From an optimization exercise on the open Yosys and OpenROAD flow, aimed at small area, a short achievable clock period and few clock cycles per item; shortcuts taken in it are not production practice.
At most, simulation tests tie the RTL to the original design; equivalence was not proved.
No activity file was given, so power comes from the tool's default toggle rates.

## job 4602
Design comb_mgr, start of the top module:
module comb_mgr (
    input             clk,
    input             rst,
    input             cmd_valid,
    output            cmd_ready,
    input      [2:0]  cmd_op,
    input      [23:0] cmd_arg,
    input      [7:0]  cmd_tag,
    input             cmd_fallback,
    output reg        rsp_valid,
    output reg        rsp_ok,
    output reg [31:0] rsp_data
);
    localparam NCELL = 16;
    integer c, i;
    reg         rdy_q;
    reg  [7:0]  do_q;         
    reg  [23:0] arg_q;
    reg  [7:0]  tag_q;
    reg         fb_q;
    reg  [7:0]  le_q;         
    reg         hinz_q;       
    reg  [7:0]  cdec_q;       
    reg  [15:0] idec_q;       
    assign cmd_ready = rdy_q;
    reg [7:0] le_d;
    always @* begin
        for (c = 0; c < 8; c = c + 1)
            le_d[c] = (cmd_arg <= (24'd256 << (2 * c)));
    end
    reg rst_q;
    always @(posedge clk) begin
        rst_q <= rst;
        if (rst) begin
            rdy_q <= 1'b0;
            do_q  <= 8'd0;
        end else begin
            rdy_q <= 1'b1;
            do_q  <= 8'd0;
            if (cmd_valid && rdy_q)
  ...
Size: about 1,800 flip-flops, about 88,000 sq um of cells after synthesis.
Settings: LEC_CHECK=0, ABC_CLOCK_PERIOD_IN_PS=3500, CAP_MARGIN=20, CORE_MARGIN=2, CORE_UTILIZATION=40, SLEW_MARGIN=20; clock period 12.0 ns.
standard.sh (not shown) runs the stock make flow with config.mk's settings and CLKGATE_MAP_FILE= SYNTH_SCRIPT=/design/flow/synth_recipe.tcl, a recipe that flattens the netlist after the stock synthesis.
==> flow/flow/run.sh <==
#!/bin/bash
# Standard ORFS layout (standard.sh), with two changes made through make
# variables: timing repair aims at a setup slack margin well inside the
# clock period, and clock tree synthesis uses larger sink clusters and no
# dummy loads. make's full output goes to standard_make.log; each ORFS step
# keeps its own log under orfs/logs/.
set -euo pipefail
bash standard.sh SETUP_SLACK_MARGIN=8.5 TNS_END_PERCENT=100 \
  "CTS_ARGS=-sink_clustering_enable -repair_clock_nets -dont_use_dummy_load -sink_clustering_size 22 -sink_clustering_max_diameter 100" \
  finish > standard_make.log 2>&1
Testbench counts of job 4602, summed over its fixed seeds: cycles 24,112, items 24,072.
Inputs modified between job 4602 and job 7973:
diff --git a/flow/design.v b/flow/design.v
--- a/flow/design.v
+++ b/flow/design.v
@@ -17,22 +17,26 @@
     reg  [7:0]  do_q;         
     reg  [23:0] arg_q;
     reg  [7:0]  tag_q;
     reg         fb_q;
     reg  [7:0]  le_q;         
     reg         hinz_q;       
     reg  [7:0]  cdec_q;       
     reg  [15:0] idec_q;       
     assign cmd_ready = rdy_q;
-    reg [7:0] le_d;
+    reg [11:0] pz;            
+    reg [7:0]  le_d;
     always @* begin
+        for (i = 0; i < 12; i = i + 1)
+            pz[i] = !(cmd_arg[2*i+1] | cmd_arg[2*i]);
         for (c = 0; c < 8; c = c + 1)
-            le_d[c] = (cmd_arg <= (24'd256 << (2 * c)));
+            le_d[c] = !cmd_arg[9+2*c] && (&(pz | ((12'd1 << (c + 5)) - 12'd1))) &&
+                      (!cmd_arg[8+2*c] || (&(pz | (12'hFFF << (c + 4)))));
     end
     reg rst_q;
     always @(posedge clk) begin
         rst_q <= rst;
         if (rst) begin
             rdy_q <= 1'b0;
             do_q  <= 8'd0;
         end else begin
             rdy_q <= 1'b1;
### Flow results
Job 7973 ran to completion and came out clean on the timing, design-rule and antenna checks. Job 7973 against job 4602: sequential-to-total area share from yosys stat neither gained nor lost much; logic gate share of total power lost 1.0 points; core utilization of the finished layout neither gained nor lost much. Going from job 4602 to job 7973, normalized max-slew margin saw an increase; fmax saw an increase; final routed wirelength across all metal layers saw an increase.
Testbench counts of job 7973, summed over its fixed seeds: cycles 24,112, items 24,072.

---

comb_mgr, a different RTL version from the one above (not shown whole).
Size in the first run: about 7700 cells after synthesis, roughly 1800 flip-flops, roughly 74 I/O pins, about 88000 um2 of cells after synthesis.
==> flow/design.v (excerpt) <==
module comb_mgr (
    input             clk,
    input             rst,
    input             cmd_valid,
    output            cmd_ready,
    input      [2:0]  cmd_op,
    input      [23:0] cmd_arg,
    input      [7:0]  cmd_tag,
    input             cmd_fallback,
    output reg        rsp_valid,
    output reg        rsp_ok,
    output reg [31:0] rsp_data
);
export LEC_CHECK = 0
export ABC_CLOCK_PERIOD_IN_PS = 3500
export CAP_MARGIN = 20
export CORE_MARGIN = 2
export CORE_UTILIZATION = 40
export SLEW_MARGIN = 20
create_clock -name core_clock -period 12.0 [get_ports {clk}]
==> flow/flow/run.sh <==
#!/bin/bash
# Standard ORFS layout (standard.sh), with two changes made through make
# variables: timing repair aims at a setup slack margin well inside the
# clock period, and clock tree synthesis uses larger sink clusters and no
# dummy loads. make's full output goes to standard_make.log; each ORFS step
# keeps its own log under orfs/logs/.
set -euo pipefail
bash standard.sh SETUP_SLACK_MARGIN=8.3 TNS_END_PERCENT=100 \
  "CTS_ARGS=-sink_clustering_enable -repair_clock_nets -dont_use_dummy_load -sink_clustering_size 22 -sink_clustering_max_diameter 100" \
  finish > standard_make.log 2>&1
Testbench counts at the start, summed over its fixed seeds: cycles 24,112, items 24,072.
Next try:
--- a/flow/design.v
+++ b/flow/design.v
@@ -53,16 +53,17 @@
     reg  [7:0]       cell_tag [0:7][0:NCELL-1];  
     reg  [4:0]       count     [0:7];    
     reg  [4:0]       cfg_count [0:7];    
     reg  [4:0]       low_thr   [0:7];
     reg  [4:0]       eff_high  [0:7];    
     reg  [7:0]       fail_cnt  [0:7];
     reg              built;
     reg              build_err;
+    reg  [31:0]      last_err;
     wire [2:0] a_comb = arg_q[23:21];
     wire [3:0] a_idx  = arg_q[3:0];
     wire       big = !le_q[7];
     reg  [7:0] elig;
     reg  [2:0] req;
     always @* begin
         req = 3'd7;
         for (c = 7; c >= 0; c = c - 1)
@@ -141,18 +142,16 @@
                 a_am   = a_am   | (sel[c][i] & am[c][i]);
             end
     end
     wire fr_invalid = hinz_q || (arg_q[4:0] >= count[a_comb]);
     wire fr_ok      = !fr_invalid && a_am;
     wire [4:0] cf_low  = arg_q[12:8];
     wire [4:0] cf_high = arg_q[20:16];
     reg        v1, tick1, query1, lowclr1, build1, reclaim1, lasterr1, ok1;
-    reg        frfail1;    
-    reg [31:0] lerr1;      
     reg [2:0]  comb1;    
     reg [6:0]  data1;    
     always @(posedge clk) begin
         for (c = 0; c < 8; c = c + 1)
             for (i = 0; i < NCELL; i = i + 1)
                 if (we[c][i])
                     cell_tag[c][i] <= tag_q;
         ok1   <= 1'b1;
@@ -175,44 +174,44 @@
         if (rst) begin
             v1       <= 1'b0;
             tick1    <= 1'b0;
             query1   <= 1'b0;
             lowclr1  <= 1'b0;
             build1   <= 1'b0;
             reclaim1 <= 1'b0;
             lasterr1 <= 1'b0;
-            frfail1  <= 1'b0;
         end else begin
             v1       <= |do_q;
             tick1    <= do_q[3];
             query1   <= do_q[6];
             lowclr1  <= op_config && cf_low == 5'd0;
             build1   <= op_build;
             reclaim1 <= op_reclaim;
             lasterr1 <= do_q[7];
-            frfail1  <= op_free && !fr_ok;
         end
-        lerr1 <= {tag_q, arg_q};
         if (rst_q) begin
             built     <= 1'b0;
             build_err <= 1'b0;
+            last_err  <= 32'd0;
             for (c = 0; c < 8; c = c + 1) begin
                 free_bit[c]  <= {NCELL{1'b0}};
                 count[c]     <= 5'd0;
                 cfg_count[c] <= 5'd0;
                 low_thr[c]   <= 5'd0;
                 eff_high[c]  <= 5'd0;
                 fail_cnt[c]  <= 8'd0;
             end
         end else begin
             for (c = 0; c < 8; c = c + 1)
                 free_bit[c] <= free_nx[c];
             if (op_alloc && !srv_found && fail_cnt[req] != 8'hFF)
                 fail_cnt[req] <= fail_cnt[req] + 8'd1;
+            if (op_free && !fr_ok)
+                last_err <= {tag_q, arg_q};
             if (op_config) begin
                 cfg_count[a_comb] <= arg_q[4:0];
                 low_thr[a_comb]   <= cf_low;
                 eff_high[a_comb]  <= (cf_high < cf_low) ? cf_low : cf_high;
             end
             if (op_build) begin
                 built     <= !cfg_bad;
                 build_err <= cfg_bad;
@@ -221,17 +220,16 @@
             end
         end
     end
     reg [4:0] fcnt     [0:7];
     reg [4:0] run_min  [0:7];    
     reg [4:0] prev_min [0:7];
     reg [7:0] low_state;
     reg [7:0] ftot;               
-    reg [31:0] last_err;
     function [2:0] pop4(input [3:0] v);
         reg s01, c01, s23, c23;
         begin
             s01  = v[0] ^ v[1];
             c01  = v[0] & v[1];
             s23  = v[2] ^ v[3];
             c23  = v[2] & v[3];
             pop4 = {c01 & c23, c01 ^ c23 ^ (s01 & s23), s01 ^ s23};
@@ -280,25 +278,22 @@
             data2 <= last_err;
         for (c = 0; c < 8; c = c + 1)
             fcnt[c] <= pc[c];
         ftot <= (({3'd0, fcnt[0]} + {3'd0, fcnt[1]}) + ({3'd0, fcnt[2]} + {3'd0, fcnt[3]})) +
                 (({3'd0, fcnt[4]} + {3'd0, fcnt[5]}) + ({3'd0, fcnt[6]} + {3'd0, fcnt[7]}));
         v2       <= !rst && v1;
         reclaim2 <= reclaim1;
         if (rst_q) begin
-            last_err  <= 32'd0;
             low_state <= 8'd0;
             for (c = 0; c < 8; c = c + 1) begin
                 run_min[c]  <= 5'd0;
                 prev_min[c] <= 5'd0;
             end
         end else begin
-            if (frfail1)
-                last_err <= lerr1;
             for (c = 0; c < 8; c = c + 1)
                 run_min[c] <= minrun[c];
             if (tick1) begin
                 low_state <= tk_low;
                 for (c = 0; c < 8; c = c + 1) begin
                     prev_min[c] <= minrun[c];
                     run_min[c]  <= fcnt[c];
                 end
Cell count grows slightly.
Flip-flop and latch count shrinks by 30.
Global-route usage grows by 3.3 points.
Wire length grows by roughly a tenth.
Worst hold slack got worse by 0.0032 ns.
Power grows slightly.
Sequential power shrinks slightly.
Maximum frequency shrinks slightly.
Via count grows by a few percent.
Synthesized area shrinks slightly.
Function not checked in the second run of this note: the RTL went through the layout flow alone.

what the ideal ports hide:
No port has a modelled driver above. Below, the same layouts with a new extraction and two added sets of constraints.
Step 1 assumes that a clkbuf_16 drives the clock port and a buf_2 every other input.
Step 2 also shifts input and output timing later by t, the mid clock arrival at the registers, as if the neighbouring blocks saw the same clock.
Slacks: ideal / step 1 / step 2; pairs: ideal / step 1.
| run | shift t [ns] | setup slack, ns | worst setup path at the end | latest minus earliest clock arrival (ns) | cell pins on the clock port's net |
|---|---|---|---|---|---|
| job 4602 | 0.838 | 8.199 / 8.234 / 7.397 | input to register | 0.123 / 0.123 | 1 |
| job 7973 | 0.843 | 8.224 / 8.256 / 7.424 | input to register | 0.119 / 0.119 | 1 |
| the first run of note 2 | 0.854 | 8.102 / 8.102 / 7.595 | input to register | 0.135 / 0.135 | 1 |
| the second run of note 2 | 0.869 | 8.083 / 8.083 / 7.541 | input to register | 0.099 / 0.099 | 1 |
After both steps every run listed still meets setup and hold. For job 4602, which loses most, drivers alone change the setup slack by +0.035 ns; drivers and shift together by -0.802 ns.
